This is an optimization exercise on Yosys and OpenROAD, whose aim is small area and a short achievable clock period, not a production implementation.
At most, simulation tests tie the RTL to the original design; equivalence was not proved.
Function not checked in runs 1 and 2: the RTL went through the layout flow alone.
Power figures rest on the tool's default switching activity, not on a simulated workload.

==> design/flow/design.v <==
module pantry (
    input  wire        clk,
    input  wire        rst,
    input  wire        cmd_valid,
    input  wire [2:0]  cmd_op,
    input  wire [2:0]  cmd_queue,
    input  wire [31:0] cmd_data,
    output reg         resp_valid,
    output reg  [31:0] resp_data,
    output reg  [15:0] resp_payload,
    output wire [5:0]  pool_free,
    output wire        pool_exhausted,
    output wire [4:0]  reserve_total,
    output reg  [15:0] overrun_count,
    output reg  [15:0] reclaimed_count,
    output wire [7:0]  q_nonempty,
    output wire [7:0]  q_full
);
    localparam NQ = 8;
    localparam NC = 32;
    localparam OP_PUSH   = 3'd0;
    localparam OP_POP    = 3'd1;
    localparam OP_CFG    = 3'd2;
    localparam OP_STATUS = 3'd3;
    localparam OP_W1C    = 3'd4;
    localparam OP_QRESET = 3'd5;
    localparam OP_CCLEAR = 3'd6;
    localparam OP_GCLEAR = 3'd7;
    integer i;
    reg [31:0] cell_data [0:NC-1];    
    reg [2:0]  cell_q    [0:NC-1];
    reg [1:0]  cell_ep   [0:NC-1];
    reg [4:0]  cell_link [0:NC-1];
    reg [NC-1:0] used;
    reg [NC-1:0] is_head;
    reg [NC-1:0] is_tail;
    reg [5:0] level     [0:NQ-1];
    reg [1:0] epoch     [0:NQ-1];
    reg [5:0] depth_max [0:NQ-1];
    reg [3:0] reserve   [0:NQ-1];
    reg [5:0] high_mark [0:NQ-1];
    reg [5:0] low_mark  [0:NQ-1];
    reg [7:0] hi_count  [0:NQ-1];
    reg [7:0] lo_count  [0:NQ-1];
    reg [NQ-1:0] overrun, hi_crossed, lo_crossed, hi_armed, lo_armed;
    reg [NQ-1:0] ne_r;       
    reg [NQ-1:0] ge_d;       
    reg [NQ-1:0] ge_r;       
    reg [NQ-1:0] full_r;     
    reg [5:0] free_r;
    reg [6:0] s_base;  
    reg [3:0] s_pa, s_pb;
    reg       fz_r;    
    reg [4:0] rt_r;    
    reg       sweep_active;
    reg [2:0] sweep_q;
    reg [4:0] sweep_idx;
    reg       pp_v;
    reg [4:0] pp_link;
    assign pool_free      = free_r;
    assign pool_exhausted = fz_r;
    assign reserve_total  = rt_r;
    assign q_nonempty     = ne_r;
    assign q_full         = full_r;
    reg [NC-1:0] alloc_oh;
    reg [4:0]    alloc_idx;
    reg          seen;
    always @(*) begin
        seen      = 1'b0;
        alloc_idx = 5'd0;
        for (i = 0; i < NC; i = i + 1) begin
            alloc_oh[i] = !used[i] && !seen;
            seen = seen || !used[i];
            if (alloc_oh[i]) alloc_idx = alloc_idx | i[4:0];
        end
    end
    wire sweep_free = sweep_active && used[sweep_idx]
                      && cell_q[sweep_idx] == sweep_q
                      && cell_ep[sweep_idx] != epoch[sweep_q];
    wire [NC-1:0] sweep_oh = sweep_free ? (32'd1 << sweep_idx) : 32'd0;
    wire [NC-1:0] fwd_oh   = pp_v ? (32'd1 << pp_link) : 32'd0;
    wire [NC-1:0] head_eff = is_head | fwd_oh;
    wire [2:0]    q  = cmd_queue;
    wire [NQ-1:0] qd = 8'd1 << q;
    wire is_push = cmd_valid && cmd_op == OP_PUSH;
    wire is_pop  = cmd_valid && cmd_op == OP_POP;
    wire is_cfg  = cmd_valid && cmd_op == OP_CFG;
    wire is_w1c  = cmd_valid && cmd_op == OP_W1C;
    wire is_qrst = cmd_valid && cmd_op == OP_QRESET;
    wire is_cclr = cmd_valid && cmd_op == OP_CCLEAR;
    wire is_gclr = cmd_valid && cmd_op == OP_GCLEAR;
    function [5:0] inc6(input [5:0] a);
        integer k;
        begin
            for (k = 0; k < 6; k = k + 1)
                inc6[k] = a[k] ^ (k == 0 ? 1'b1 : &(a | ~((6'd1 << k) - 6'd1)));
        end
    endfunction
    function [5:0] dec6(input [5:0] a);
        integer k;
        begin
            for (k = 0; k < 6; k = k + 1)
                dec6[k] = a[k] ^ (k == 0 ? 1'b1 : ~|(a & ((6'd1 << k) - 6'd1)));
        end
    endfunction
    function [7:0] inc8(input [7:0] a);
        integer k;
        begin
            for (k = 0; k < 8; k = k + 1)
                inc8[k] = a[k] ^ (k == 0 ? 1'b1 : &(a | ~((8'd1 << k) - 8'd1)));
        end
    endfunction
    function [15:0] inc16(input [15:0] a);
        integer k;
        begin
            for (k = 0; k < 16; k = k + 1)
                inc16[k] = a[k] ^ (k == 0 ? 1'b1 : &(a | ~((16'd1 << k) - 16'd1)));
        end
    endfunction
    function lt6(input [5:0] a, input [5:0] b);
        integer k, j;
        reg r, t;
        begin
            r = 1'b0;
            for (k = 0; k < 6; k = k + 1) begin
                t = ~a[k] & b[k];
                for (j = k + 1; j < 6; j = j + 1)
                    t = t & ~(a[j] ^ b[j]);
                r = r | t;
            end
            lt6 = r;
        end
    endfunction
    function eqinc6(input [5:0] a, input [5:0] b);
        integer k;
        reg r, c;
        begin
            r = 1'b1;
            c = 1'b1;
            for (k = 0; k < 6; k = k + 1) begin
                r = r & ((a[k] ^ b[k]) == c);
                c = c & a[k];
            end
            eqinc6 = r;
        end
    endfunction
    function [6:0] add7(input [6:0] a, input [6:0] b, input cin);
        integer k, j, m;
        reg [6:0] g, p, c;
        reg t;
        begin
            g = a & b;
            p = a ^ b;
            for (k = 0; k < 7; k = k + 1) begin
                t = cin;
                for (m = 0; m < k; m = m + 1)
                    t = t & p[m];
                c[k] = t;
                for (j = 0; j < k; j = j + 1) begin
                    t = g[j];
                    for (m = j + 1; m < k; m = m + 1)
                        t = t & p[m];
                    c[k] = c[k] | t;
                end
            end
            add7 = p ^ c;
        end
    endfunction
    wire [5:0] lq   = level[q];
    wire [1:0] eq   = epoch[q];
    wire [5:0] dq   = depth_max[q];
    wire [3:0] rq   = reserve[q];
    wire [5:0] hq   = high_mark[q];
    wire [5:0] lwq  = low_mark[q];
    wire [7:0] hcq  = hi_count[q];
    wire [7:0] lcq  = lo_count[q];
    wire       ovq  = overrun[q];
    wire       hxq  = hi_crossed[q];
    wire       lxq  = lo_crossed[q];
    wire       haq  = hi_armed[q];
    wire       laq  = lo_armed[q];
    wire       neq  = ne_r[q];
    wire       gdq  = ge_d[q];
    wire       grq  = ge_r[q];
    wire       fuq  = full_r[q];
    wire push_ok  = is_push && !fuq;
    wire push_bad = is_push &&  fuq;
    wire pop_ok   = is_pop  &&  neq;
    wire qrst_ok  = is_qrst && (!sweep_active || sweep_q == q);
    reg [NC-1:0] cq_match;
    always @(*)
        for (i = 0; i < NC; i = i + 1)
            cq_match[i] = (cell_q[i] == q);
    wire [NC-1:0] sel = (is_pop ? head_eff : 32'd0) & cq_match;
    reg [36:0] rd;
    always @(*) begin
        rd = 37'd0;
        for (i = 0; i < NC; i = i + 1)
            rd = rd | (sel[i] ? {cell_link[i], cell_data[i]} : 37'd0);
    end
    wire [4:0] rlim_b = 5'd16 - rt_r;
    reg [4:0] rlim [0:NQ-1];
    always @(*)
        for (i = 0; i < NQ; i = i + 1)
            rlim[i] = add7({2'b00, rlim_b}, {3'b000, reserve[i]}, 1'b0);
    wire [4:0] rlim_q = rlim[q];
    wire [2:0]  fld   = cmd_data[18:16];
    wire [15:0] v     = cmd_data[15:0];
    wire        v_hi0 = (v[15:6] == 10'd0);
    wire [6:0]  rt_y  = add7(add7({2'b00, rt_r}, {3'b000, v[3:0]}, 1'b0), ~{3'b000, rq}, 1'b1);
    reg         cfg_ok;
    always @(*) begin
        case (fld)
            3'd0: cfg_ok = v_hi0 && v[5:0] != 6'd0 && (!v[5] || v[4:0] == 5'd0);
            3'd1: cfg_ok = (v[15:4] == 12'd0) && (!v[3] || v[2:0] == 3'd0) && !neq
                        && !lt6({1'b0, rlim_q}, {2'b00, v[3:0]});
            3'd2: cfg_ok = (v == 16'd0) || (v_hi0 && lt6(lwq, v[5:0]) && !lt6(dq, v[5:0]));
            3'd3: cfg_ok = (v == 16'd0) || (v_hi0 && lt6(v[5:0], hq));
            default: cfg_ok = 1'b0;
        endcase
    end
    wire cfg_wr = is_cfg && cfg_ok;
    wire wr_d = cfg_wr && fld == 3'd0;
    wire wr_r = cfg_wr && fld == 3'd1;
    wire wr_h = cfg_wr && fld == 3'd2;
    wire wr_l = cfg_wr && fld == 3'd3;
    wire [5:0] lq_inc = inc6(lq);
    wire [5:0] lq_dec = dec6(lq);
    wire [5:0] lq_n  = push_ok ? lq_inc : pop_ok ? lq_dec : qrst_ok ? 6'd0 : lq;
    wire [1:0] eq_n  = qrst_ok ? {eq[1] ^ eq[0], ~eq[0]} : eq;
    wire [5:0] dq_n  = wr_d ? v[5:0] : dq;
    wire [3:0] rq_n  = wr_r ? v[3:0] : rq;
    wire [5:0] hq_n  = wr_h ? v[5:0] : hq;
    wire [5:0] lwq_n = wr_l ? v[5:0] : lwq;
    wire hi_cross = push_ok && hq != 6'd0 && haq && eqinc6(lq, hq);
    wire lo_cross = pop_ok  && lwq != 6'd0 && laq && eqinc6(lwq, lq);
    wire [7:0] hcq_n = is_cclr ? 8'd0 : (hi_cross && hcq != 8'hFF) ? inc8(hcq) : hcq;
    wire [7:0] lcq_n = is_cclr ? 8'd0 : (lo_cross && lcq != 8'hFF) ? inc8(lcq) : lcq;
    wire ovq_n = push_bad || (ovq && !(is_w1c && cmd_data[1]));
    wire hxq_n = hi_cross || (hxq && !(is_w1c && cmd_data[2]));
    wire lxq_n = lo_cross || (lxq && !(is_w1c && cmd_data[3]));
    reg haq_n, laq_n, neq_n, gdq_n, grq_n;
    always @(*) begin
        haq_n = haq;
        laq_n = laq;
        neq_n = neq;
        gdq_n = gdq;
        grq_n = grq;
        if (push_ok) begin
            haq_n = !hi_cross && ((lt6(lq, hq) && !eqinc6(lq, hq)) || haq);
            laq_n = !lt6(lq, lwq) || laq;
            neq_n = 1'b1;
            gdq_n = gdq || eqinc6(lq, dq);
            grq_n = grq || eqinc6(lq, {2'b00, rq});
        end else if (pop_ok) begin
            haq_n = lt6(lq, hq) || lq == hq || haq;
            laq_n = !lo_cross && ((lt6(lwq, lq) && !eqinc6(lwq, lq)) || laq);
            neq_n = lq != 6'd1;
            gdq_n = gdq && lq != dq;
            grq_n = grq && lq != {2'b00, rq};
        end else if (qrst_ok) begin
            haq_n = hq != 6'd0 || haq;
            neq_n = 1'b0;
            gdq_n = 1'b0;
            grq_n = rq == 4'd0;
        end else if (wr_d) begin
            gdq_n = !lt6(lq, v[5:0]);
        end else if (wr_r) begin
            grq_n = v[3:0] == 4'd0;
        end else if (wr_h) begin
            haq_n = lt6(lq, v[5:0]) || haq;
        end else if (wr_l) begin
            laq_n = lt6(v[5:0], lq) || laq;
        end
    end
    wire [5:0] fb   = sweep_free ? inc6(free_r) : free_r;
    wire [5:0] fb_p = inc6(fb);
    wire [5:0] fb_m = dec6(fb);
    wire [5:0] free_n = push_ok ? fb_m : pop_ok ? fb_p : fb;
    wire       fz_n   = push_ok ? (fb == 6'd1) : pop_ok ? 1'b0 : (fb == 6'd0);
    wire [6:0] s_cur = add7(add7(s_base, {3'b000, s_pa}, 1'b0), ~{3'b000, s_pb}, 1'b1);
    wire [6:0] sb    = sweep_free ? add7(s_cur, 7'h7F, 1'b0) : s_cur;
    wire [5:0] nsb   = ~sb[5:0];      
    wire [6:0] w_cfg = add7(sb, {3'b000, v[3:0]}, 1'b0);    
    wire       mn_l  = lt6(lq, {2'b00, rq});
    reg  [3:0] s_pa_n, s_pb_n;
    reg        s_neg;    
    always @(*) begin
        s_pa_n = 4'd0;
        s_pb_n = 4'd0;
        if (push_ok) begin
            s_pa_n = {3'd0, grq};
            s_neg  = grq ? (sb[6] && sb[5:0] != 6'h3F) : sb[6];
        end else if (pop_ok) begin
            s_pb_n = {3'd0, grq && lq != {2'b00, rq}};
            s_neg  = (grq && lq != {2'b00, rq}) ? (sb[6] || sb == 7'd0) : sb[6];
        end else if (qrst_ok) begin
            s_pa_n = mn_l ? lq[3:0] : rq;
            s_neg  = sb[6] && (!lt6(nsb, lq) || !lt6(nsb, {2'b00, rq}));
        end else if (wr_r) begin
            s_pa_n = v[3:0];
            s_pb_n = rq;
            s_neg  = w_cfg[6] || (w_cfg[5:4] == 2'b00 && lt6({2'b00, w_cfg[3:0]}, {2'b00, rq}));
        end else begin
            s_neg  = sb[6];
        end
    end
    wire fleh_n = !s_neg;
    always @(posedge clk) begin
        for (i = 0; i < NC; i = i + 1) begin
            if (alloc_oh[i]) begin
                cell_data[i] <= cmd_data;
                cell_q[i]    <= q;
                cell_ep[i]   <= eq;
            end
            if (is_tail[i])
                cell_link[i] <= alloc_idx;
        end
    end
    always @(posedge clk) begin
        if (push_ok)
            is_tail <= (is_tail & ~cq_match) | alloc_oh;
    end
    always @(posedge clk) begin
        if (rst) begin
            used    <= {NC{1'b0}};
            is_head <= {NC{1'b0}};
            pp_v    <= 1'b0;
        end else begin
            used <= (used & ~sel & ~sweep_oh) | (push_ok ? alloc_oh : 32'd0);
            if (qrst_ok)
                is_head <= head_eff & ~cq_match;
            else if (push_ok && !neq)
                is_head <= head_eff | alloc_oh;
            else
                is_head <= head_eff & ~sel;
            pp_v <= pop_ok && lq != 6'd1;
        end
        pp_link <= rd[36:32];
    end
    wire [NQ-1:0] q_we = rst ? {NQ{1'b1}} : qd;
    always @(posedge clk) begin
        for (i = 0; i < NQ; i = i + 1) begin
            if (q_we[i]) begin
                level[i]      <= rst ? 6'd0  : lq_n;
                epoch[i]      <= rst ? 2'd0  : eq_n;
                depth_max[i]  <= rst ? 6'd16 : dq_n;
                reserve[i]    <= rst ? 4'd0  : rq_n;
                high_mark[i]  <= rst ? 6'd0  : hq_n;
                low_mark[i]   <= rst ? 6'd0  : lwq_n;
                hi_count[i]   <= rst ? 8'd0  : hcq_n;
                lo_count[i]   <= rst ? 8'd0  : lcq_n;
                overrun[i]    <= !rst && ovq_n;
                hi_crossed[i] <= !rst && hxq_n;
                lo_crossed[i] <= !rst && lxq_n;
                hi_armed[i]   <=  rst || haq_n;
                lo_armed[i]   <= !rst && laq_n;
                ne_r[i]       <= !rst && neq_n;
                ge_d[i]       <= !rst && gdq_n;
                ge_r[i]       <=  rst || grq_n;
            end
        end
    end
    always @(posedge clk) begin
        for (i = 0; i < NQ; i = i + 1)
            full_r[i] <= !rst && ((qd[i] ? gdq_n : ge_d[i]) || fz_n
                                  || ((qd[i] ? grq_n : ge_r[i]) && fleh_n));
    end
    always @(posedge clk) begin
        if (rst) begin
            free_r <= 6'd32;
            s_base <= 7'h60;     
            s_pa   <= 4'd0;
            s_pb   <= 4'd0;
            fz_r   <= 1'b0;
            rt_r   <= 5'd0;
        end else begin
            free_r <= free_n;
            s_base <= sb;
            s_pa   <= s_pa_n;
            s_pb   <= s_pb_n;
            fz_r   <= fz_n;
            if (wr_r) rt_r <= rt_y[4:0];
        end
    end
    always @(posedge clk) begin
        if (rst) begin
            sweep_active    <= 1'b0;
            sweep_q         <= 3'd0;
            sweep_idx       <= 5'd0;
            overrun_count   <= 16'd0;
            reclaimed_count <= 16'd0;
        end else begin
            if (qrst_ok) begin
                sweep_active <= 1'b1;
                sweep_q      <= q;
                sweep_idx    <= 5'd0;
            end else if (sweep_active) begin
                sweep_idx <= sweep_idx + 5'd1;
                if (sweep_idx == NC - 1)
                    sweep_active <= 1'b0;
            end
            if (is_gclr) begin
                overrun_count   <= 16'd0;
                reclaimed_count <= 16'd0;
            end else begin
                if (push_bad && overrun_count != 16'hFFFF)
                    overrun_count <= inc16(overrun_count);
                if (sweep_free && reclaimed_count != 16'hFFFF)
                    reclaimed_count <= inc16(reclaimed_count);
            end
        end
    end
    always @(posedge clk) begin
        if (rst) begin
            resp_valid   <= 1'b0;
            resp_data    <= 32'd0;
            resp_payload <= 16'd0;
        end else begin
            resp_valid   <= cmd_valid;
            resp_data    <= 32'd0;
            resp_payload <= 16'd0;
            if (cmd_valid) begin
                case (cmd_op)
                    OP_PUSH:   resp_data <= {31'd0, push_ok};
                    OP_POP: begin
                        resp_data    <= {13'd0, pop_ok && lq == 6'd1, 1'b0, pop_ok,
                                         rd[31:16]};
                        resp_payload <= rd[15:0];
                    end
                    OP_CFG:    resp_data <= {31'd0, cfg_ok};
                    OP_STATUS: begin
                        resp_data <= {12'd0, sweep_active && sweep_q == q,
                                      lxq, hxq, ovq, fuq, 9'd0, lq};
                        resp_payload <= {hcq, lcq};
                    end
                    OP_QRESET: resp_data <= {31'd0, qrst_ok};
                    default:   resp_data <= {31'd0, 1'b1};
                endcase
            end
        end
    end
endmodule
==> design/flow/flow/run.sh <==
#!/bin/bash
bash standard.sh SETUP_SLACK_MARGIN=21 TNS_END_PERCENT=100 finish > standard.log 2>&1
==> design/flow/standard.sh <==
#!/bin/bash
# synth_recipe.tcl (not shown) runs the flow's synth.tcl, then flattens the netlist and writes it again
# the make line also repeats each setting of config.mk as NAME=value (left out here)
make -C /OpenROAD-flow-scripts/flow DESIGN_CONFIG=/design/flow/config.mk WORK_HOME=/design/flow/orfs CLKGATE_MAP_FILE= SYNTH_SCRIPT=/design/flow/synth_recipe.tcl "${@:-finish}"
==> design/flow/config.mk <==
export PLATFORM = sky130hd
export DESIGN_NAME = pantry
export DESIGN_NICKNAME = pantry
export VERILOG_FILES = /design/flow/design.v
export SDC_FILE = /design/flow/constraint.sdc
export NUM_CORES = 4
export LEC_CHECK = 0
export CAP_MARGIN = 20
export CORE_MARGIN = 2
export CORE_UTILIZATION = 40
export PLACE_DENSITY = 0.6
export SLEW_MARGIN = 20
==> design/flow/constraint.sdc <==
create_clock -name core_clock -period 30.0 [get_ports {clk}]
set_input_delay 6.0000 -clock core_clock [delete_from_list [all_inputs] [get_ports {clk}]]
set_output_delay 6.0000 -clock core_clock [all_outputs]
set_load 0.01 [all_outputs]
==> results of run 1 <==
## area by class of cell
class / count / share of cell area (%)
inverter: 131 / 0.5400
sequential: 1991 / 59.42
antenna: 4 / 0.01026
clock inverter: 86 / 0.8120
tap: 2688 / 3.448
multi-input combinational: 3073 / 24.82
timing repair buffer: 510 / 5.313
clock buffer: 279 / 5.638
## worst paths after layout
| kind | startpoint | to | slack (ps) | cells after the start |
|---|---|---|---|---|
| worst max-delay path | cmd_queue[2] | hi_count[7][3]$_DFFE_PP_ | 20700 | 20 |
| worst min-delay path | sweep_idx[4]$_SDFFE_PP0P_ | sweep_idx[4]$_SDFFE_PP0P_ | 490 | 2 |
| worst max register to register | sweep_idx[1]$_SDFFE_PP0P_ | full_r[1]$_DFF_P_ | 21830 | 26 |
| worst min register to register | sweep_idx[4]$_SDFFE_PP0P_ | sweep_idx[4]$_SDFFE_PP0P_ | 490 | 2 |
## sequential cells by signal, indices dropped and copies added (netlist names), 64 cells and up
signal,count
cell_data,1024
lo_count,64
cell_ep,64
hi_count,64
cell_link,160
cell_q,96
## what timing repair did
item,in CTS,in global routing
gates resized for setup,207,139
gates cloned,24,0
pin swaps,55,49
setup buffers,118,37
endpoints found under the setup margin,553,376
hold endpoints to repair,0,0
## stage by stage
step	setup slack [ps]	util (%)	instances	hold slack [ps]	total power, mW
finish	20700	47.73	8762	487.7	6.106
global route	20620	47.72	8759	535.9	6.260
CTS	20910	47.25	8721	491.5	6.079
global placement	17380	42.89	8213	476.1	3.632
floorplan	19900	-	5517	477.0	3.455
detailed placement	17900	42.91	8214	483.1	3.639
## power groups by stage
| stage | registers (mW) | clock network [mW] | logic [mW] |
|---|---|---|---|
| detailed placement | 3.20 | 0 | 0.434 |
| finish | 3.15 | 2.42 | 0.536 |
| global placement | 3.20 | 0 | 0.429 |
| CTS | 3.15 | 2.44 | 0.498 |
| floorplan | 3.19 | 0 | 0.263 |
| global route | 3.15 | 2.54 | 0.563 |
## worst min-delay path, stage by stage (launching register included)
cell       delay, ps
dfxtp_2          310
nor2_1            70
a2111oi_0         60
## routing by layer
metal	vias to the layer above	share of wire, %
met4	10	4.8
li1	22710	-
met1	28910	38
met3	752	12
met2	3910	45
met5	-	0.024
## cells by family (layout without fill, tap and decap cells)
kind of cell / count (synthesis) / after routing / share of synthesized area, %
flops: 1991 / 1991 / 70.52
compound gates: 1379 / 1379 / 12.46
simple gates: 1135 / 1135 / 6.905
buf+inv: 453 / 1006 / 2.434
xor+xnor: 195 / 195 / 2.078
fa+ha+maj: 181 / 181 / 2.856
mux: 171 / 171 / 2.739
other cells: 1 / 16 / 0.004563
## cell usage after synthesis, types with 14 or more instances
library cell	instances	area share [%]
a2111oi_0	14	0.15
a211oi_1	19	0.17
a21o_1	50	0.46
a21oi_1	194	1.2
a221oi_1	192	2.0
a22o_1	190	2.0
a22oi_1	330	3.0
a31oi_1	38	0.29
and2_1	15	0.11
and3_1	31	0.24
buf_1	48	0.22
buf_2	66	0.40
buf_4	32	0.29
clkbuf_1	164	0.75
dfxtp_1	183	4.5
edfxtp_1	1808	66
ha_1	170	2.6
inv_1	126	0.58
mux2_2	22	0.30
mux2i_1	104	1.3
mux4_2	40	1.1
nand2_1	203	0.93
nand2b_1	43	0.33
nand3_1	146	0.89
nand4_1	88	0.67
nor2_1	301	1.4
nor2b_1	64	0.49
nor3_1	118	0.72
nor4_1	26	0.20
o211ai_1	14	0.13
o21a_1	33	0.30
o21ai_0	122	0.74
o221ai_1	26	0.28
o22ai_1	28	0.21
xnor2_1	143	1.5
xor2_1	52	0.55
==> notes.md, run 1 <==
The largest single stage delay on the critical path is 410 ps. The count of nets after finishing is between 6000 and 7000. The area growth from synthesis to layout is 18.69%. The required time at the endpoint of the critical path came out at 30650 ps. The area of combinational cells with multiple inputs came out at 24210 µm². Grouping stages by cell kind, the critical path spends the most delay in simple AND/OR/NAND/NOR gates. The relative contribution of sequential cells to total power came out at 51.6%. The number of global-route vias before repair is around 53000. The number of port buffers came out at 137. STA puts the critical path data arrival time at around 10000 ps.

The leakage power came out at 33.22 nW. The die span in x is 457.3 µm. The height of the die is approximately 460 µm. In this run, the number of DRC markers left after iteration 0 of detailed routing was between 8000 and 9000. The total count of max-transition violations in the final report came to 0.

The final non-filler cell area is 97540 µm². The global-route track usage on met1 is 39.09%. The peak supply drop came out at 0.00006139 V. The area of the core is just over 200000 µm². The first global-routing pass estimated ~420000 µm of wire.

The number of fill cells came out at between 15000 and 20000. Leaving out fill and tap cells, the most frequent cell in the layout is edfxtp_1. The global routing met3 resource utilization came out at 6.369%. The average wire per standard cell came out at 34.80 µm. The number of max-capacitance violations reported is 0.

In this run switching power makes up roughly a quarter of total power. The post-place instance area came out at around 88000 µm². The global-route track usage on met2 is a little over two fifths. The part of the Yosys area used for sequential elements came out at 70.52%. The number of buffers created by CTS is 197. Synthesis produced 5506 cells. The count of unresolved DRC violations after routing came out at 0. The flop and latch count out of synthesis is 1991. The proportion of layout cells with a drive suffix above 1 came out at 17.46%. The count of cell types in the netlist is 106. The maximum count of clock buffers along a single path is 3. The via density per instance came out at 6.424.

The overall overflow remaining after global route is 0. In this run the number of H-tree levels came out at 4. Along the worst path, the maximum fanout reaches 8. The share of synthesized registers carrying an async set or reset came out at 0%. The first-pass iteration count of the detailed router came out at 6.

The worst setup path is captured at a register. The critical path in this run is classified as input pin to register. The areal power density over the cells came out at about 63 nW/µm².

The number of endpoints failing setup at the final stage is 0. TritonCTS built the clock tree. Counting every sink on the clock net gives around 2000.

The switching power came out at 1.458 mW. Setup repair after global routing could not meet its margin everywhere. The power share of the combinational group came out at around 8.8%. The count of flip-flops with a built-in enable after synthesis is around 1800. The maximum clock frequency came out at 0.1075 GHz. In this run the tightest slew margin relative to its limit is approximately 15%. The row count is between 150 and 200. The later pin in the worst-skew pair is clocked with a latency of 880 ps. The run finished with no timing, DRC or antenna violations.

The clock transition time at the flip-flop clock pins of the worst setup and hold paths came out at 60 ps. The final critical path time including I/O delays and setup came out at slightly above 9000 ps. For this run, the leading register cell type out of synthesis is edfxtp_1. The remaining antenna violation count after routing is 0. The cell internal power dissipation came out at 4.648 mW.

The global routing usage summed across all routing layers is 28.45%. The initial utilization of the core area, before any placement, comes to 40.21%. The total of warnings raised by yosys is 14. The overall via count from detail_route came out at between 50000 and 60000. The cts-stage hold buffer count is 0. The most heavily used metal layer in global routing is met2. The slowest stage of the critical path is the or3_4 cell. The boundary pin count is 150. The tree is rooted in a clkbuf_16.

STA classifies the critical path startpoint as an input pin. The congestion estimate from routability-driven global placement came to 0.9529. The share of the cycle needed by the critical path after routing is 31.01%.

The per-instance average area after synthesis is 14.93 µm². In this run the worst hold path is classified as register to register. The maximum number of pins on one net before global-route repair is 80. The signal on the critical path passes through buf_16, buf_16, buf_12, buf_16, mux2_4, a222oi_1, nand2_1, o221a_4, ha_4, ha_4, ha_4, xor2_1, nand3_1, nor4_4, nand2b_1, or3_4, or2_4, nor2_2, xnor2_1, nor2_2. The top cell types in the final layout, fill and taps aside, are edfxtp_1 (1808), a22oi_1 (330), buf_4 (291). Wires add up to 304900 µm. The number of buffers and inverters on the critical path is 4. After routing, the total negative slack on setup checks comes to 0 ps. The final hold violation count is 0. The sequential cells in the finished layout cover a total of 57960 µm². The mapped cell area came out at 82180 µm². The floorplan step defined a die boundary enclosing 209100 µm². At the pin with the least slew margin, the transition time is 1278 ps. For the final database, setup skew stands at 70.71 ps. The initial antenna violation count is 13. Detailed placement ended at an HPWL of 169900 µm. The clock group share of total power came out at 39.7%.
==> run 2, diff against run 1 <==
--- a/design/flow/config.mk
+++ b/design/flow/config.mk
@@ -8,5 +8,7 @@
 export CAP_MARGIN = 20
 export CORE_MARGIN = 2
 export CORE_UTILIZATION = 40
+export CTS_CLUSTER_DIAMETER = 70
+export CTS_CLUSTER_SIZE = 22
 export PLACE_DENSITY = 0.6
 export SLEW_MARGIN = 20
==> run 2 against run 1 <==
Still clean on timing, DRC and antenna. Maximum frequency decreased by 0.57%. Power decreased by 10%. Non-clock buffer count decreased by 12. Combinational power decreased by 2%. Via count decreased by 1.3%. Critical path type unchanged.
==> notes.md, run 2 <==
Headroom to the max-slew limit came out at 16.97%. The run finished with no timing, DRC or antenna violations. The number of endpoints failing setup at the final stage is 0. Setup repair after global routing could not meet its margin everywhere. The global routing usage summed across all routing layers is 28.22%. OpenSTA, run right after detailed placement, puts the worst setup slack at 17900 ps.

The leakage power came out at 31.99 nW. Data on the critical path arrives at its endpoint at 9910 ps. The most common cell type on the critical path is ha_4.

The clock transition time at the flip-flop clock pins of the worst setup and hold paths is 90 ps. In this run the remaining antenna-violating nets after routing total 0. After detailed routing, the number of vias per cell comes to 6.459. By area the synthesized netlist is led by edfxtp_1 (66%), dfxtp_1 (4.5%), a22oi_1 (3.0%). The first-pass iteration count of the detailed router came out at 6. The maximum clock frequency came out at 0.1069 GHz.

For this design the ratio of total power to cell area is 57.92 nW/µm². The detailed router finished its first iteration with between 8000 and 9000 violations. TritonCTS built the clock tree. The final hold violation count came to 0.

The final critical path takes up 31.19% of the cycle. The part of the Yosys area used for sequential elements came out at a little over 70%. For this run the aggregate overflow at the end of global routing stands at 0. The prevailing post-synth register cell is edfxtp_1. The area growth from synthesis to layout came out at 15.46%.

The clock sink count came out at 1991. The mapped cell area came out at 82180 µm². The number of cells produced by synthesis is roughly 5500. STA classifies the critical path startpoint as an input pin. At the worst endpoint, the required time is 30550 ps. The largest registers in the layout are cell_data (1024), cell_link (160), cell_q (96). The boundary pin count came out at 150.

The number of port buffers is 137. The count of cell types in the netlist came out at 106. The register with the most flip-flops in the final layout is cell_data. The master cell of the clock root buffer is clkbuf_16. The number of max-capacitance violations reported came out at 0. The per-instance average area after synthesis came out at 14.93 µm². The total count of max-transition violations in the final report came out at 0. The most common cell in the synthesized netlist is edfxtp_1. The count of flip-flops with a built-in enable after synthesis is 1808. The proportion of layout cells with a drive suffix above 1 came out at 15.59%. The peak supply drop came out at 0.00005030 V. The completed layout was analyzed and its total power is 5.496 mW. The number of global-route vias before repair is 52380.

The synthesized design spends more area on one cell type than any other, namely edfxtp_1. The top cell types in the final layout, fill and taps aside, are edfxtp_1 (1808), a22oi_1 (330), buf_4 (290). The full die area came out at 209100 µm². The final estimated routing congestion in global placement is 0.9529. Leaving out fill and tap cells, the most frequent cell in the layout is edfxtp_1.

The height of the die is between 400 and 500 µm. The global-route wire length before repair is 417600 µm. In the final timing run, aggregate negative setup slack is 0 ps. The maximum count of clock buffers along a single path is 3. The count of nets after finishing came out at approximately 6000. The region available for standard cell placement spans ~200000 µm².

The critical setup path kind is input pin to register. The final routed wirelength across all metal layers came out at between 300000 and 400000 µm. At the pin with the least slew margin, the transition time is 1246 ps. Once the floorplan was initialized, standard cells occupied 40.21% of the core. The final non-filler cell area is 94890 µm². The maximum number of pins on one net before global-route repair came out at 80. The number of H-tree branching levels came out at 3. The initial antenna violation count came to 12. On the final layout, the worst clock skew is 62.52 ps. The worst path setup slack after routing is 20640 ps. The delay of the slowest cell on the worst path is 470 ps. The flip-flop count of the largest register after layout is just over 1000. After detailed routing, the average wire length per cell comes to 35.15 µm. Once placement finished, the instance area stood at slightly below 90000 µm².

The final critical path time including I/O delays and setup is 9358 ps. The floorplan has around 170 rows. The cts-stage hold buffer count came out at 0. The share of synthesized registers carrying an async set or reset is 0%. The number of non-filler instances in the completed layout came out at 8605. The estimated wirelength of the detail-placed design came out at 169900 µm. Among all stages on the critical path, the largest delay is contributed by or3_4.

Counting the buffers created by CTS gives between 100 and 150. The total of warnings raised by yosys is 14. The type of the worst min-delay path is register to register. The share of synthesized area in the top cell type comes to between 60% and 70%.

The floorplan step set the die width to roughly 460 µm. The count of unresolved DRC violations after routing is 0. Counting flops and latches in the post-synthesis netlist gives 1991. The worst hold slack came out at 493.6 ps.

Traced cell by cell, the critical path runs through clkbuf_16, buf_16, nand2b_4, nor2_1, buf_6, a22o_4, a221oi_4, mux2i_4, buf_4, buf_4, ha_4, ha_4, ha_4, xnor2_4, nor4_4, nand2b_1, or3_4, or2_4, nor2_4, xor2_2, nor2_4. The commonest cells after synthesis are edfxtp_1 (1808), a22oi_1 (330), nor2_1 (301). The sort of element at the end of the critical path is a register.

The number of fill cells is 17780. The final route contains between 50000 and 60000 vias. Of all nets on the critical path, the largest fanout is 8. The final core utilization is 46.43%. The insertion delay of the later-clocked pin in the worst-skew pair is 850 ps. The number of cells in the design after placement came out at 8214.
==> run 2: final timing paths <==
check	depth (start not counted)	end	slack [ps]	startpoint
max reg2reg	26	full_r[1]$_DFF_P_	21880	sweep_idx[1]$_SDFFE_PP0P_
max	21	hi_count[3][5]$_DFFE_PP_	20640	cmd_queue[0]
min reg2reg	2	sweep_idx[4]$_SDFFE_PP0P_	490	sweep_idx[4]$_SDFFE_PP0P_
min	2	sweep_idx[4]$_SDFFE_PP0P_	490	sweep_idx[4]$_SDFFE_PP0P_
==> run 2: repair_timing <==
action,CTS,global route
setup buffers,116,24
gates cloned,27,0
pin swaps,61,32
endpoints found under the setup margin,553,390
resized for setup,212,71
==> run 2: layer usage <==
layer,wire length [µm],GRT usage [%],vias up
li1,-,-,22430
met5,69,0,-
met2,134900,43.40,3966
met4,14720,11.14,10
met3,37140,5.783,716
met1,115700,39.26,28460
==> run 2: power breakdown <==
group | internal (mW) | switching, mW
combinational | 0.188 | 0.335
clock | 0.850 | 0.980
sequential | 3.11 | 0.0342
==> run 2: cell type report <==
class / count / area, µm² / area share, %
Sequential cell: 1991 / 57960 / 61.08
Multi-Input combinational cell: 3074 / 23970 / 25.26
Timing Repair Buffer: 498 / 5097 / 5.372
Tap cell: 2688 / 3363 / 3.544
Clock buffer: 166 / 3153 / 3.323
Clock inverter: 54 / 812.0 / 0.8558
Inverter: 131 / 526.8 / 0.5551
Antenna cell: 3 / 7.507 / 0.007912
==> run 2: cells by family after synthesis <==
kind of cell,after synthesis,synth area share (%)
buffers and inverters,453,2.434
DFF,1991,70.52
AOI/OAI and AO/OA,1379,12.46
xor gates and xnor gates,195,2.078
muxes,171,2.739
adders and majority gates,181,2.856
and+or+nand+nor,1135,6.905
other,1,0.004563
==> run 2: critical path: cells and delay by family <==
kind,cells,cell delay [ps]
fa+ha+maj,3,520
mux,1,140
simple gates,8,1640
buf+inv,5,760
compound gates,2,500
xor+xnor,2,310
==> run 3, diff against run 2 <==
--- a/design/flow/design.v
+++ b/design/flow/design.v
@@ -198,22 +198,17 @@
         for (i = 0; i < NC; i = i + 1)
             rd = rd | (sel[i] ? {cell_link[i], cell_data[i]} : 37'd0);
     end
-    wire [4:0] rlim_b = 5'd16 - rt_r;
-    reg [4:0] rlim [0:NQ-1];
-    always @(*)
-        for (i = 0; i < NQ; i = i + 1)
-            rlim[i] = add7({2'b00, rlim_b}, {3'b000, reserve[i]}, 1'b0);
-    wire [4:0] rlim_q = rlim[q];
+    wire [6:0] rt_v = add7({2'b00, rt_r}, {3'b000, cmd_data[3:0]}, 1'b0);
     wire [2:0]  fld   = cmd_data[18:16];
     wire [15:0] v     = cmd_data[15:0];
     wire        v_hi0 = (v[15:6] == 10'd0);
-    wire [6:0]  rt_y  = add7(add7({2'b00, rt_r}, {3'b000, v[3:0]}, 1'b0), ~{3'b000, rq}, 1'b1);
+    wire [6:0]  rt_y  = add7({2'b00, rt_r}, add7({3'b000, v[3:0]}, ~{3'b000, rq}, 1'b1), 1'b0);
     reg         cfg_ok;
     always @(*) begin
         case (fld)
             3'd0: cfg_ok = v_hi0 && v[5:0] != 6'd0 && (!v[5] || v[4:0] == 5'd0);
             3'd1: cfg_ok = (v[15:4] == 12'd0) && (!v[3] || v[2:0] == 3'd0) && !neq
-                        && !lt6({1'b0, rlim_q}, {2'b00, v[3:0]});
+                        && !lt6({1'b1, rq}, rt_v[5:0]);
             3'd2: cfg_ok = (v == 16'd0) || (v_hi0 && lt6(lwq, v[5:0]) && !lt6(dq, v[5:0]));
             3'd3: cfg_ok = (v == 16'd0) || (v_hi0 && lt6(v[5:0], hq));
             default: cfg_ok = 1'b0;
--- a/design/flow/config.mk
+++ b/design/flow/config.mk
@@ -8,7 +8,5 @@
 export CAP_MARGIN = 20
 export CORE_MARGIN = 2
 export CORE_UTILIZATION = 40
-export CTS_CLUSTER_DIAMETER = 70
-export CTS_CLUSTER_SIZE = 22
 export PLACE_DENSITY = 0.6
 export SLEW_MARGIN = 20
==> run 3 against run 2 <==
Critical path depth shrank 12. Cell count fell by 0.62%. Cell area rose by 0.21%. Global-route usage is 0.50 points lower. Wire length fell by 2.9%. Setup slack better by 230 ps. Sequential cell count is the same. Power is 11% higher. Sequential power hardly changed. Area after synthesis shrank 1.6%. Combinational power down 9.9%. Clock skew up 2.3 ps. Largest cell class unchanged. Highest routed layer unchanged.
==> notes.md, run 3 <==
In the final layout, the share of cells above drive strength 1 is 15.71%. The global routing usage summed across all routing layers is 27.72%. Across the run, the number of max-cap violations was 0. The initial core utilization is about two fifths. The final worst clock skew is around 65 ps. By instance count, the leading cell after synthesis is edfxtp_1. The number of port buffers came out at 137.

The reg-to-reg startpoint is sweep_idx[1]$_SDFFE_PP0P_. The leakage power is 32.24 nW. The power share of the combinational group is between 7 and 8%. For this design the ratio of total power to cell area is 64.36 nW/µm². The root buffer cell chosen for the clock tree is clkbuf_16.

The clock transition time at the flip-flop clock pins of the worst setup and hold paths came out at 60 ps. The maximum number of pins on one net before global-route repair is 84. Setup repair after global routing could not meet its margin everywhere. The share of synthesized registers carrying an async set or reset came out at 0%. The kind of start point of the critical path is an input pin. The per-instance average area after synthesis came out at about 15 µm². Sorting the synthesized cells by area gives the leading types as edfxtp_1 (67%), dfxtp_1 (4.5%), a22oi_1 (2.9%).

The peak supply drop came out at 0.00005574 V. The final critical path time including I/O delays and setup came out at 9132 ps. Summed over all nets, the switching power comes to 1.425 mW.

The final non-filler cell area came out at 95080 µm². In the layout the commonest cells are edfxtp_1 (1808), a22oi_1 (316), nor2_1 (246). The floorplan step set the die width to 453.6 µm. The portion of synthesized cell area occupied by the leading cell type came out at 67.16%. The final layout contains roughly 6000 nets. Of all nets on the critical path, the largest fanout is 25. The relative contribution of sequential cells to total power came out at 51.4%.

The full die area is 205700 µm². The number of global-route vias before repair is a little over 50000. 150 I/O pins were placed.

Counting instances in the post-synthesis netlist gives the leading cell types as edfxtp_1 (1808), a22oi_1 (316), nor2_1 (304). The flip-flop count of the largest register after layout is about 1000. The clock sink count came out at 1991. After detailed routing, the average wire length per cell comes to 34.34 µm. The final total power came out at ~6.1 mW. The area of the core came out at a little over 200000 µm². The area growth from synthesis to layout is 17.62%. The count of unresolved DRC violations after routing came out at 0. The number of cells produced by synthesis came out at 5361. The mapped cell area is 80840 µm². In the synthesized netlist the dominant register cell turns out to be edfxtp_1.

The worst hold slack is 477.3 ps. The part of the Yosys area used for sequential elements came out at 71.69%. Leaving out fill and tap cells, the most frequent cell in the layout is edfxtp_1. TritonCTS created around 200 clock buffers. The first-pass iteration count of the detailed router came out at 8. The first global-routing pass estimated 402000 µm of wire. The synthesized design contains between 1500 and 2000 register bits. The cell internal power dissipation came out at 4.695 mW. For this block, the initial DRC count from the detailed router was 8261. Summed over all instances, the cell type with the most area after synthesis is edfxtp_1. In this run the most critical hold path is launched from overrun_count[1]$_SDFFE_PP0P_.

The total count of max-transition violations in the final report came out at 0. Tracing the worst setup path back leads to its startpoint at cmd_valid. The count of flip-flops with a built-in enable after synthesis came out at between 1500 and 2000. The remaining antenna violation count after routing came out at 0. The row count came out at 165. The run finished with no timing, DRC or antenna violations.

The worst endpoint data arrival time came out at 9680 ps. The final hold violation count came out at 0. More flip-flops sit in one register than any other, and that register is cell_data. The final routed wirelength across all metal layers is 293700 µm. The number of endpoints failing setup at the final stage is 0.

The via density per instance came out at approximately 6.3. The later pin in the worst-skew pair is clocked with a latency of 870 ps. The overall overflow remaining after global route came out at 0. The final estimated routing congestion in global placement came out at 0.9367. For the pin with the worst max-slew slack, the measured transition is between 1000 and 1500 ps. In the final layout, the registers with the most flip-flops are cell_data (1024), cell_link (160), cell_q (96). The maximum count of clock buffers along a single path came out at 3.

The worst path setup slack after routing is 20870 ps. The H-tree generated during clock tree synthesis spans 4 levels. The clock group share of total power came out at 41.0%.

STA classifies the critical path endpoint as a register. The total negative slack is 0 ps. The path class of the tightest hold or removal check is register to register.

The share of the cycle needed by the critical path after routing is 30.44%. The normalized max-slew margin came out at 17.80%. The required time at the endpoint of the critical path is slightly above 30000 ps. The maximum clock frequency came out at 0.1095 GHz.

The estimated wirelength of the detail-placed design is between 150000 and 200000 µm. The critical setup path kind is input pin to register. In this run the vertical extent of the chip is 453.6 µm. The switching portion of total power came out at 23.28%. For this run, the number of Yosys warnings is 13.

The post-place instance area is 86120 µm². The clock tree from TritonCTS is done. Yosys mapped the design onto 104 distinct sky130hd cell types. Before CTS, the worst setup slack after placement is around 18000 ps. The overall via count from detail_route came out at 53910.

The initial antenna violation count is 18.
run 3: cell families (layout without fill, tap and decap cells):
logic type	count (synthesis)	after routing	synth area share (%)
flip-flops	1991	1991	71.69
other	1	18	0.004639
AO/OA/AOI/OAI	1271	1272	11.70
AND/OR/NAND/NOR	1153	1153	7.072
adder cells (fa/ha/maj)	139	139	2.185
buffers and inverters	444	945	2.396
XOR/XNOR	177	177	1.918
multiplexers	185	185	3.034
run 3: worst paths after layout:
path,depth (start not counted),slack (ps),end
max reg2reg,30,21300,full_r[6]$_DFF_P_
min reg2reg,2,480,overrun_count[1]$_SDFFE_PP0P_
max,9,20870,level[7][5]$_DFFE_PP_
min,2,480,overrun_count[1]$_SDFFE_PP0P_
run 3: cell type report:
class,instances,area [µm²]
diodes,6,15.01
clock buffers,272,5472
clock inverters,101,1050
fillers,17370,106400
inverters,136,534.3
multi-input cells,2938,22170
flip-flops and latches,1991,57960
well taps,2672,3343
repair buffers,436,4538
run 3: power by group through the flow:
stage	Clock (mW)	Combinational (mW)	Sequential (mW)
2_1_floorplan	0	0.249	3.19
3_3_place_gp	0	0.401	3.20
3_5_place_dp	0	0.404	3.20
4_1_cts	2.52	0.437	3.14
5_1_grt	2.62	0.501	3.15
6_report	2.51	0.471	3.14
run 3: critical path, cell delays in order:
cell and delay [ps]:
clkdlybuf4s50_1 740, nand2b_1 180, nor3_2 610, nand2_1 260, buf_4 340, inv_4 390
a22oi_1 230, or2_2 310, a21oi_1 550
run 3: layer usage:
metal	up-vias	global-route usage (%)	share of wire, %
li1	21950	-	-
met1	27570	37.24	38
met2	3703	43.60	46
met3	675	5.939	12
met4	8	11.71	4.8
met5	-	0	0.020
run 3: timing repair:
item                       CTS  global route
buffers inserted            44            57
gates resized for setup    144            86
pin swaps                   24            36
setup endpoints to repair  574           343
hold buffers                 0             0
cloned                      17            10
run 3: per-stage QoR:
stage,util [%],instances
2_1_floorplan,-,5372
3_3_place_gp,42.74,8043
3_5_place_dp,42.74,8043
4_1_cts,46.65,8477
5_1_grt,47.18,8548
6_report,47.19,8552
==> run 4, diff against run 3 <==
==> design/flow/run.sh (new file) <==
#!/bin/bash
# synth_recipe.tcl (not shown) runs the flow's synth.tcl, then flattens the netlist and writes it again
# the make line also repeats each setting of config.mk as NAME=value (left out here)
make -C /OpenROAD-flow-scripts/flow DESIGN_CONFIG=/design/flow/config.mk WORK_HOME=/design/flow/orfs CLKGATE_MAP_FILE= SYNTH_SCRIPT=/design/flow/synth_recipe.tcl finish
removed: design/flow/flow/run.sh
removed: design/flow/standard.sh
==> run 4 against run 3 <==
Clock power increased by 2%. Clock-buffer cell count fell by 3. Wire length decreased by 4.6%. Sequential share of layout area up 1.5 points. Cell area is 2.5% lower.
==> notes.md, run 4 <==
After synthesis, the most frequently instantiated cells are edfxtp_1 (1808), a22oi_1 (316), nor2_1 (304). From left edge to right edge, the die measures about 450 µm. For this design, the sink count on the clock tree is 1991. The full die area came out at 205700 µm². Compared with the post-synthesis result, the final layout area differs by 14.71%. The number of cells produced by synthesis came out at 5361.

The first routing iteration left between 8000 and 9000 violations. TritonCTS built the clock tree. Data arrives at the worst endpoint at 12420 ps. Summed over all nets, the half-perimeter wirelength after detailed placement is 159000 µm. The first-pass iteration count of the detailed router came out at 6. Yosys instantiated no cell more often than edfxtp_1. The reg-to-reg setup timing slack is 21430 ps. After global routing the overflow that remains totals 0.

The die is 453.6 µm tall. The final critical path takes up 39.47% of the cycle. For the worst setup path, the data required time is 30580 ps. VDD sags by at most 0.00004717 V. The total negative slack is 0 ps. The run finished with no timing, DRC or antenna violations. In the final layout, the registers with the most flip-flops are cell_data (1024), cell_link (160), cell_q (96).

The number of cells traversed by the worst register-to-register path came out at 30. Before CTS, the worst setup slack after placement is 17470 ps. The global-route wire length before repair is 389400 µm. The area of the core came out at ~200000 µm².

The final core utilization came out at approximately 46%. Leaving out fill and tap cells, the most frequent cells in the layout are edfxtp_1 (1808), a22oi_1 (316), nor2_1 (284). Buffers inserted during clock tree synthesis total between 150 and 200. The number of global-route vias before repair is 50340. The boundary pin count came out at 150.

The clock passes through at most 3 buffers. Ranked by total cell area, the synthesized netlist is headed by edfxtp_1 (67%), dfxtp_1 (4.5%), a22oi_1 (2.9%). The final critical path time including I/O delays and setup is around 12000 ps. For this block, the routed nets add up to between 200000 and 300000 µm of wire. The worst setup path is launched from an input pin. In this run the worst path has a maximum fanout of 33. The proportion of layout cells with a drive suffix above 1 came out at 12.30%.

The number of endpoints failing setup at the final stage is 0. In the routed layout, each cell is associated on average with a via count of 6.267. The maximum number of pins on one net before global-route repair came out at 100. The number of H-tree branching levels is 4. The initial utilization of the core area, before any placement, comes to roughly 40%.

Summing the sequential cell areas from Yosys gives 71.69% of the chip area. The overall via count from detail_route is roughly 53000. The end point of the most critical hold path is overrun_count[1]$_SDFFE_PP0P_. The net count of the finished layout is 5761.

The initial antenna violation count came out at 14. The share of synthesized registers carrying an async set or reset came out at 0%. The count of unresolved DRC violations after routing came out at 0. The total of warnings raised by yosys is 13. The flip-flop count of the largest register after layout came out at roughly 1000.

For this design the static power due to leakage is 31.17 nW. The number of port buffers is 137. Power spread over the standard cell area amounts to 65.85 nW/µm². The final estimated routing congestion in global placement came out at around 0.94. cell_data holds more flip-flops than any other register. After clock tree synthesis, the flow added hold-fix buffers numbering 0.

The remaining antenna violation count after routing came out at 0. The tree is rooted in a clkbuf_16. Counting flops and latches in the post-synthesis netlist gives 1991. For the pin with the worst max-slew slack, the measured transition is 1194 ps.

The count of flip-flops with a built-in enable after synthesis is 1808. The hold-critical path depth is 2. Max-cap violations in this run came to 0.

The portion of synthesized cell area occupied by the leading cell type is 67.16%. STA classifies the critical path endpoint as a register. The most common library cell in the layout ignoring fill and taps is edfxtp_1. The critical setup path kind is input pin to register. The worst path setup slack after routing came out at 18160 ps. In this run the critical register-to-register path is captured at full_r[7]$_DFF_P_. The normalized max-slew margin came out at between 20% and 30%. In this run the critical register-to-register path is launched from sweep_idx[1]$_SDFFE_PP0P_. The row count came out at 165.

The final worst clock skew came out at 86.57 ps. The total of cells resized after clock tree synthesis came out at 0. The maximum clock frequency came out at 0.08445 GHz. The worst hold path begins at overrun_count[1]$_SDFFE_PP0P_. The post-CTS repair timing setup buffer count came out at 0. The average wire per standard cell is 33.22 µm.

For this run, the leading register cell type out of synthesis is edfxtp_1. The count of cell types in the netlist came out at 104. edfxtp_1 takes more of the synthesized area than any other cell. The per-instance average area after synthesis is about 15 µm². The insertion delay of the later-clocked pin in the worst-skew pair is 900 ps.

After clock tree synthesis, the clock-pin slew on the worst setup and hold paths is 60 ps. The global routing usage summed across all routing layers came out at a little over a quarter. Setup repair after global routing left no endpoint under its margin.

The total count of max-transition violations in the final report is 0. The mapped cell area is 80840 µm². The type of the worst min-delay path is register to register. The final hold violation count came out at 0.
==> run 4: layer usage <==
layer / GRT usage, % / share of wire [%]
met5: 0 / 0.014
met4: 9.728 / 4.1
met3: 5.346 / 11
met2: 42.16 / 46
met1: 36.64 / 39
==> run 4: kinds of logic (layout without fill, tap and decap cells) <==
kind of cell	count (synthesis)	after routing	synth area share [%]
AOI/OAI and AO/OA	1271	1271	11.70
other	1	16	0.004639
adders and majority gates	139	139	2.185
muxes	185	185	3.034
and+or+nand+nor	1153	1153	7.072
xor gates and xnor gates	177	177	1.918
DFF	1991	1991	71.69
buffers and inverters	444	830	2.396
==> run 4: where the power goes <==
part	switching [mW]	internal [mW]
clock	1.10	1.46
sequential	0.0281	3.11
combinational	0.269	0.134
total	1.40	4.71
==> run 4: worst max-delay path: stages <==
cell and delay, ps:
clkbuf_8 230, inv_2 240, buf_4 490, nand2_1 110, o2bb2ai_1 150, o22ai_1 150
a21oi_1 60, nor2_1 600, inv_1 230, ha_1 340, a21o_1 170, a21oi_1 150
maj3_1 180, or4b_1 500, and2_1 240, nor3b_2 870, mux2i_1 280, a311oi_1 110
a31oi_1 700, nor2b_1 520
==> run 4: worst max path at each step <==
stage                  from               endpoint  slack, ps  cells past startpoint
2_1_floorplan  cmd_queue[0]  lo_armed[0]$_DFFE_PP_      19050                     18
3_3_place_gp   cmd_queue[1]      ge_d[1]$_DFFE_PP_      17610                     18
3_5_place_dp   cmd_queue[0]      ge_d[1]$_DFFE_PP_      17470                     20
4_1_cts        cmd_queue[0]      ge_d[3]$_DFFE_PP_      18320                     20
5_1_grt        cmd_queue[0]      ge_d[3]$_DFFE_PP_      17860                     20
6_report       cmd_queue[0]      ge_d[3]$_DFFE_PP_      18160                     20
==> run 4: final cells by class <==
type / instances / area, µm²
fillers: 17440 / 108800
flip-flops and latches: 1991 / 57960
multi-input cells: 2937 / 21410
clock buffers: 269 / 5487
well taps: 2672 / 3343
repair buffers: 317 / 2753
clock inverters: 108 / 1254
inverters: 136 / 510.5
diodes: 4 / 10.01
==> run 4: stage by stage <==
step	std cells	power (mW)	instance area [µm²]	hold WS, ps
global placement	8051	3.589	85910	470.2
global route	8430	6.274	92720	510.7
floorplan	5372	3.429	80880	458.7
finish	8434	6.107	92730	475.8
CTS	8429	6.119	92670	478.1
detailed placement	8052	3.595	85930	469.7
==> run 5, diff against run 4 <==
==> design/flow/flow/run.sh (new file) <==
#!/bin/bash
bash standard.sh SETUP_SLACK_MARGIN=21 TNS_END_PERCENT=100 finish > standard.log 2>&1
==> design/flow/standard.sh (new file) <==
#!/bin/bash
# synth_recipe.tcl (not shown) runs the flow's synth.tcl, then flattens the netlist and writes it again
# the make line also repeats each setting of config.mk as NAME=value (left out here)
make -C /OpenROAD-flow-scripts/flow DESIGN_CONFIG=/design/flow/config.mk WORK_HOME=/design/flow/orfs CLKGATE_MAP_FILE= SYNTH_SCRIPT=/design/flow/synth_recipe.tcl "${@:-finish}"
--- a/design/flow/config.mk
+++ b/design/flow/config.mk
@@ -8,5 +8,7 @@
 export CAP_MARGIN = 20
 export CORE_MARGIN = 2
 export CORE_UTILIZATION = 40
+export CTS_CLUSTER_DIAMETER = 85
+export CTS_CLUSTER_SIZE = 26
 export PLACE_DENSITY = 0.6
 export SLEW_MARGIN = 20
removed: design/flow/run.sh
==> run 5 against run 4 <==
Still clean. Die area unchanged. Utilization down 0.16 points. Cell area down 0.35%. First-iteration DRC count up 4.6%. Hold slack better by 5.7 ps. Via count up 0.97%. Sequential share of layout area up 0.22 points. Critical path type unchanged. Critical endpoint is now resp_data[0]$_SDFF_PP0_. Largest cell class unchanged. Highest routed layer unchanged.
==> notes.md, run 5 <==
Clock tree synthesis found a total of 1991 sinks. The number of fill cells is about 18000. In the final timing run, aggregate negative setup slack is 0 ps. The normalized max-slew margin came out at 17.10%. The number of global-route vias before repair came to 50430. The maximum clock frequency is 0.1103 GHz. For this run, asynchronously set or reset flops after synthesis account for 0%.

The area of combinational cells with multiple inputs came out at 22290 µm². The synthesized design contains 1808 enable-type register cells. Setup repair after global routing could not meet its margin everywhere. The first detailed-routing pass took 9 iterations. During I/O placement, the number of pins put on the boundary was 150. The initial utilization of the core area, before any placement, comes to 40.12%. The flip-flop count of the largest register after layout is roughly 1000.

In the synthesized netlist the dominant register cell turns out to be edfxtp_1. The number of max-capacitance violations reported came out at 0. The total count of max-transition violations in the final report came out at 0. The worst setup path is captured at a register. The number of H-tree branching levels is 3. The global routing usage summed across all routing layers came out at roughly 28%. The remaining antenna violation count after routing is 0. The combined flip-flop and latch cell area is 57960 µm². For this run, design rule violations remaining after detail routing come to 0.

The run finished with no timing, DRC or antenna violations. The post-route netlist has 14.52% of its cells at a drive strength greater than 1. The number of cells traversed by the worst register-to-register path came out at 30. Counting tap cells, the placed design contains a total of about 8000 instances. The highest net fanout along the worst path came out at 30. The insertion delay of the later-clocked pin in the worst-skew pair came out at 830 ps.

The critical setup path kind is input pin to register. For this run, the post-layout net count is about 5800. The final hold violation count came out at 0. The min-delay analysis places its worst path in the category register to register. The leakage power is 30.88 nW. The floorplan step defined a die boundary enclosing between 200000 and 250000 µm². Summed over all layers, the global routing overflow is 0. The via density per instance came out at 6.371.

The die is 453.6 µm tall. The transition time of the tightest slew-check pin is 1239 ps. The estimated wirelength of the detail-placed design came out at 163200 µm. The required time at the endpoint of the critical path came out at 30670 ps.

The number of non-filler instances in the completed layout came out at 8377. The library cells used most frequently in the layout, excluding fill and tap cells, are edfxtp_1 (1808), a22oi_1 (316), nor2_1 (247). The final worst clock skew came out at 63.42 ps. The number of buffers created by CTS is 100. The number of cells produced by synthesis is 5361. Summing internal, switching and leakage power gives 5.295 mW. Setup violations remaining at the end of the flow were counted as 0. The overall via count from detail_route came out at between 50000 and 60000. In the synthesized netlist, the cells that appear most often are edfxtp_1 (1808), a22oi_1 (316), nor2_1 (304). Clock-pin slew was measured on the worst setup and hold paths at about 90 ps.

The synthesized netlist contains 104 unique library cells. The most critical setup path has its endpoint at resp_data[0]$_SDFF_PP0_. The share of the cycle needed by the critical path after routing is 30.22%. The area growth from synthesis to layout is 14.30%. The worst endpoint data arrival time is 9730 ps. The area of the core came out at 201500 µm². The areal power density over the cells came out at approximately 57 nW/µm². The final routed wirelength across all metal layers is 292400 µm.

The most frequent cell after synthesis is edfxtp_1. The average wire per standard cell came out at approximately 35 µm. The row count came out at around 170. The portion of synthesized cell area occupied by the leading cell type is 67.16%. Clock tree synthesis selected as its root buffer the cell clkbuf_16. STA classifies the critical path startpoint as an input pin. The most common library cell in the layout ignoring fill and taps is edfxtp_1. The global-route wire length before repair is between 400000 and 500000 µm. The cts-stage hold buffer count is 0.

The clock tree from TritonCTS is done. The total of warnings raised by yosys came out at 13. Measured along the x axis, the die boundary spans 453.6 µm. The initial antenna violation count was 12. The detailed router finished its first iteration with 8391 violations. The average instance in the mapped netlist occupies 15.08 µm². The worst register-to-register path begins at sweep_idx[0]$_SDFFE_PP0P_. The endpoint identified for the worst register-to-register timing path is full_r[1]$_DFF_P_. The timing startpoint of the critical path is cmd_valid. The number of port buffers is 137. The largest registers in the layout are cell_data (1024), cell_link (160), cell_q (96). The part of the Yosys area used for sequential elements is between 70% and 80%.

Entering global routing, the biggest net connects 84 pins. Routability-driven placement finished with a final weighted congestion of 0.9367. The routed design could run at a clock period as short as 9065 ps. The maximum count of clock buffers along a single path is 3. After synthesis, the cell types taking the most area are edfxtp_1 (67%), dfxtp_1 (4.5%), a22oi_1 (2.9%). The register with the most flip-flops is cell_data.

In this run the register-to-register setup slack is 21220 ps. The peak supply drop is 0.00004762 V. The largest total area in the synthesized netlist belongs to edfxtp_1. The synthesized design contains around 2000 register bits. The mapped cell area is 80840 µm².
## run 5: metal layers
metal  wire [µm]  share of wire (%)  up-vias  GRT usage, %
met2      134300                 46     3527         43.53
met3       32160                 11      564         5.174
li1            -                  -    21670             -
met4       13340                4.6        6         11.23
met1      112600                 39    27600         37.56
met5          47              0.016        -             0
## run 5: cell type report
| type | instances | area share (%) |
|---|---|---|
| clock buffer | 139 | 2.944 |
| timing repair buffer | 448 | 5.234 |
| tap | 2672 | 3.618 |
| multi-input combinational | 2939 | 24.12 |
| inverter | 136 | 0.5768 |
| clock inverter | 48 | 0.7718 |
| antenna | 4 | 0.01083 |
| sequential | 1991 | 62.73 |
## run 5: how the worst min path moves through the flow
stage,from,end,slack (ps),cells after the start
floorplan,is_head[14]$_SDFF_PP0_,is_head[14]$_SDFF_PP0_,460,2
global placement,overrun_count[1]$_SDFFE_PP0P_,overrun_count[1]$_SDFFE_PP0P_,460,2
detailed placement,overrun_count[1]$_SDFFE_PP0P_,overrun_count[1]$_SDFFE_PP0P_,470,2
CTS,overrun_count[1]$_SDFFE_PP0P_,overrun_count[1]$_SDFFE_PP0P_,490,2
global route,overrun_count[1]$_SDFFE_PP0P_,overrun_count[1]$_SDFFE_PP0P_,520,2
finish,overrun_count[1]$_SDFFE_PP0P_,overrun_count[1]$_SDFFE_PP0P_,480,2
## run 5: through the flow
stage / setup WS (ps) / cell area [µm²] / hold WS (ps) / utilization, %
CTS: 20920 / 91430 / 485.6 / 45.38
detailed placement: 18080 / 86120 / 469.9 / 42.74
global placement: 18230 / 86110 / 464.9 / 42.74
global route: 20870 / 92400 / 515.9 / 45.86
floorplan: 19900 / 81330 / 458.7 / -
finish: 20930 / 92400 / 481.5 / 45.86
## run 5: timing repair
| item | 4_1_cts | 5_1_grt |
|---|---|---|
| gates cloned | 23 | 9 |
| buffers inserted | 70 | 38 |
| pin swaps | 37 | 32 |
| setup endpoints to repair | 582 | 328 |
| gates resized for setup | 176 | 97 |
## run 5: kinds of logic (layout without fill, tap and decap cells)
logic type      after synthesis  count (layout)  synth area share (%)
compound gates             1271            1273                 11.70
xor+xnor                    177             177                 1.918
fa+ha+maj                   139             139                 2.185
buf+inv                     444             771                 2.396
flops                      1991            1991                 71.69
mux                         185             185                 3.034
other cells                   1              16              0.004639
simple gates               1153            1153                 7.072
## run 5: worst max-delay path, cell delays in order
cell and delay (ps):
clkdlybuf4s50_1 650, nand2b_1 290, or2_2 170, buf_12 220, nor3_2 110, buf_4 390
a22o_1 360, a221oi_1 300, nand4_1 220, a21oi_4 240, nand3_1 190, a2111oi_4 430
nor2_1 60
## run 5: report_power, final
group	total [mW]	internal [mW]	leakage, nW	switching, mW
Combinational	0.483	0.177	10.7	0.306
Sequential	3.14	3.11	18.6	0.0302
Clock	1.67	0.718	1.64	0.957
==> run 6, diff against run 5 <==
--- a/design/flow/config.mk
+++ b/design/flow/config.mk
@@ -8,7 +8,7 @@
 export CAP_MARGIN = 20
 export CORE_MARGIN = 2
 export CORE_UTILIZATION = 40
-export CTS_CLUSTER_DIAMETER = 85
-export CTS_CLUSTER_SIZE = 26
+export CTS_CLUSTER_DIAMETER = 70
+export CTS_CLUSTER_SIZE = 22
 export PLACE_DENSITY = 0.6
 export SLEW_MARGIN = 20
==> run 6 against run 5 <==
Hold slack lost 2.0 ps. Sequential power is essentially flat. Sequential cell count is the same. Clock power grew 8%. Die area is the same. Power grew 2.5%. Global-route usage grew 0.076 points. Clock-buffer cell count grew 24. Register-to-register slack gained 210 ps. Largest power group unchanged.
==> notes.md, run 6 <==
The flow ran to the end and the layout has no timing, DRC or antenna violations. The master cell of the clock root buffer is clkbuf_16. The total count of max-transition violations in the final report is 0.

Detailed routing inserted a total of ~53000 vias. After detailed routing, the average wire length per cell comes to 34.84 µm. The timing startpoint of the critical path is cmd_data[12]. The area of the core came out at 201500 µm². The count of nets after finishing came out at 5808. The boundary pin count came out at 150. By startpoint and endpoint, the worst setup path is classified as input pin to register.

In this run the critical register-to-register path is launched from sweep_idx[0]$_SDFFE_PP0P_. The final worst clock skew is between 80 and 90 ps. Once the floorplan was initialized, standard cells occupied 40.12% of the core. The cts-stage hold buffer count came out at 0. The transition time of the tightest slew-check pin came out at 1295 ps. The largest registers in the layout are cell_data (1024), cell_link (160), cell_q (96). The flop and latch count out of synthesis came out at 1991. The highest net fanout along the worst path came out at 17. Data on the critical path arrives at its endpoint at 9840 ps. By area, the combinational part of the netlist is dominated by compound AO/OA/AOI/OAI gates. Summed over all layers, the routed wires come to 292600 µm. Leaving out fill and tap cells, the most frequent cell in the layout is edfxtp_1.

The height of the die is 453.6 µm. The number of global-route vias before repair is 50560. Setup violations remaining at the end of the flow were counted as 0. The number of port buffers came out at 137. The type of the worst min-delay path is register to register. After floorplanning, the core was divided into 165 placement rows. The average instance in the mapped netlist occupies 15.08 µm². Multiplexer cells account for 3.034% of the synthesized area. The share of the cycle needed by the critical path after routing came out at about 30%. For this design the static power due to leakage is 31.05 nW.

Sequential cells were found to cover a little under three quarters of the synthesized design area. The tree built by TritonCTS fans out to 1991 sinks. The share of the synthesized area in compound gates (AO/OA/AOI/OAI) is 11.70%.

The number of cells in the design after placement is between 8000 and 9000. The initial antenna violation count is 16. Clock-pin slew was measured on the worst setup and hold paths at 80 ps. The mapped cell area is 80840 µm². The most used flip-flop cell after synthesis is edfxtp_1. By count the netlist is led by edfxtp_1 (1808), a22oi_1 (316), nor2_1 (304). In the layout the commonest cells are edfxtp_1 (1808), a22oi_1 (316), nor2_1 (248). By area the synthesized netlist is led by edfxtp_1 (67%), dfxtp_1 (4.5%), a22oi_1 (2.9%). The final antenna diode count came out at 0. The peak supply drop came out at 0.00005117 V. Setup repair after global routing could not meet its margin everywhere. The required time at the endpoint of the critical path is 30740 ps. For the final routed database, the setup TNS stands at 0 ps. The share of synthesized area in the top cell type comes to 67.16%.

The floorplan step defined a die boundary enclosing between 200000 and 250000 µm². STA classifies the critical path endpoint as a register. The number of max-capacitance violations reported came out at 0. The count of unresolved DRC violations after routing is 0. At the end of routability-driven placement, the weighted congestion stood at 0.9367.

The area growth from synthesis to layout came out at 14.79%. The global routing usage summed across all routing layers came out at 27.65%. The flip-flop count of the largest register after layout came out at 1024. The global-route wire length before repair came out at 401100 µm.

The count of cells in the finished layout, fillers not included, comes to 8398. The estimated wirelength of the detail-placed design is around 160000 µm. The die span in x is about 450 µm. For this run the aggregate overflow at the end of global routing stands at 0. Cells with a size suffix above 1 make up about 15% of the layout. The remaining antenna violation count after routing is 0. The areal power density over the cells came out at 58.49 nW/µm².

The maximum clock frequency came out at 0.1098 GHz. The launch instance of the worst min-delay path is overrun_count[1]$_SDFFE_PP0P_. The biggest area contributor in the post-synthesis netlist is edfxtp_1.

The post-synthesis simple-gate area fraction came out at 7.072%. The adder-cell share of the synthesized area is approximately 2.2%. The final critical path time including I/O delays and setup came out at approximately 9000 ps. Yosys mapped the design onto 104 distinct sky130hd cell types. The initial detailed-routing violation count is 8011.

The post-synthesis share of cell area spent on xor and xnor gates came out at 1.918%. The insertion delay of the later-clocked pin in the worst-skew pair came out at 860 ps. The maximum number of pins on one net before global-route repair is 84. After routing the design area is 92800 µm². The share of synthesized registers carrying an async set or reset came out at 0%. The number of buffers created by CTS is 120. The post-place instance area came out at 86120 µm². The via density per instance is 6.364.

Counting along the longest clock path gives a buffer depth of 3. TritonCTS built the clock tree. For this run, the number of Yosys warnings is 13.

The final hold violation count came out at 0. The register with the most flip-flops is cell_data. The cell count after synthesis came out at 5361. The count of flip-flops with a built-in enable after synthesis came out at between 1500 and 2000. The kind of start point of the critical path is an input pin.

The H-tree generated during clock tree synthesis spans 3 levels. The first-pass iteration count of the detailed router is 6. The normalized max-slew margin is 13.32%. Among all cell types in the netlist, the one instantiated most often is edfxtp_1. Fill cells in the final layout number roughly 18000.
## run 6: cell counts after synthesis
Identical to the previous run, type by type.
## run 6: cells by family (layout without fill, tap and decap cells)
logic type,count (synthesis),after routing
DFF,1991,1991
buffers and inverters,444,797
other,1,12
muxes,185,185
adders and majority gates,139,139
and+or+nand+nor,1153,1153
xor gates and xnor gates,177,177
AOI/OAI and AO/OA,1271,1272
## run 6: worst paths after layout
check / end / slack [ps] / depth (start not counted)
min: overrun_count[1]$_SDFFE_PP0P_ / 480 / 2
max reg2reg: full_r[1]$_DFF_P_ / 21430 / 29
max: full_r[1]$_DFF_P_ / 20890 / 16
min reg2reg: overrun_count[1]$_SDFFE_PP0P_ / 480 / 2
## run 6: layer usage
metal / track usage, % / wire [µm] / up-vias
met5: 0 / 62 / -
met3: 5.287 / 32760 / 646
met4: 10.92 / 14600 / 10
met2: 43.67 / 133200 / 3634
met1: 37.71 / 112000 / 27430
li1: - / - / 21720
## run 6: critical path, stage by stage
cell,delay [ps]
dlygate4sd2_1,350
buf_12,200
or4_4,580
nor4_4,270
buf_6,180
nand2_1,60
or4b_4,540
buf_4,170
nor3_4,160
nor2_1,90
a21oi_2,120
nand3_2,190
a31oi_4,400
mux2i_1,120
or2_1,220
a31oi_1,160
## run 6: per-stage QoR
stage	power, mW	hold WS [ps]	worst slack [ps]	utilization, %
floorplan	3.439	458.7	19900	-
global placement	3.600	464.9	18230	42.74
detailed placement	3.606	469.9	18080	42.74
CTS	5.407	483.5	20840	45.53
global route	5.564	513.5	20890	46.06
finish	5.428	479.5	20890	46.06
## run 6: final cells by class
| cell class | count | area [µm²] | area share [%] |
|---|---|---|---|
| clock inverters | 56 | 740.7 | 0.7982 |
| multi-input cells | 2938 | 22330 | 24.06 |
| flip-flops and latches | 1991 | 57960 | 62.46 |
| inverters | 136 | 540.5 | 0.5825 |
| repair buffers | 442 | 4668 | 5.030 |
| clock buffers | 163 | 3216 | 3.465 |
| well taps | 2672 | 3343 | 3.603 |
## run 6: report_power, final
group          internal, mW  switching [mW]
logic                 0.174           0.301
registers              3.11          0.0305
clock network         0.815            1.00
## run 6: timing repair
| action | CTS | global route |
|---|---|---|
| buffers inserted | 60 | 44 |
| resized for setup | 166 | 100 |
| pin swaps | 28 | 48 |
| endpoints found under the hold margin | 0 | 0 |
| endpoints found under the setup margin | 582 | 333 |
| gates cloned | 21 | 9 |
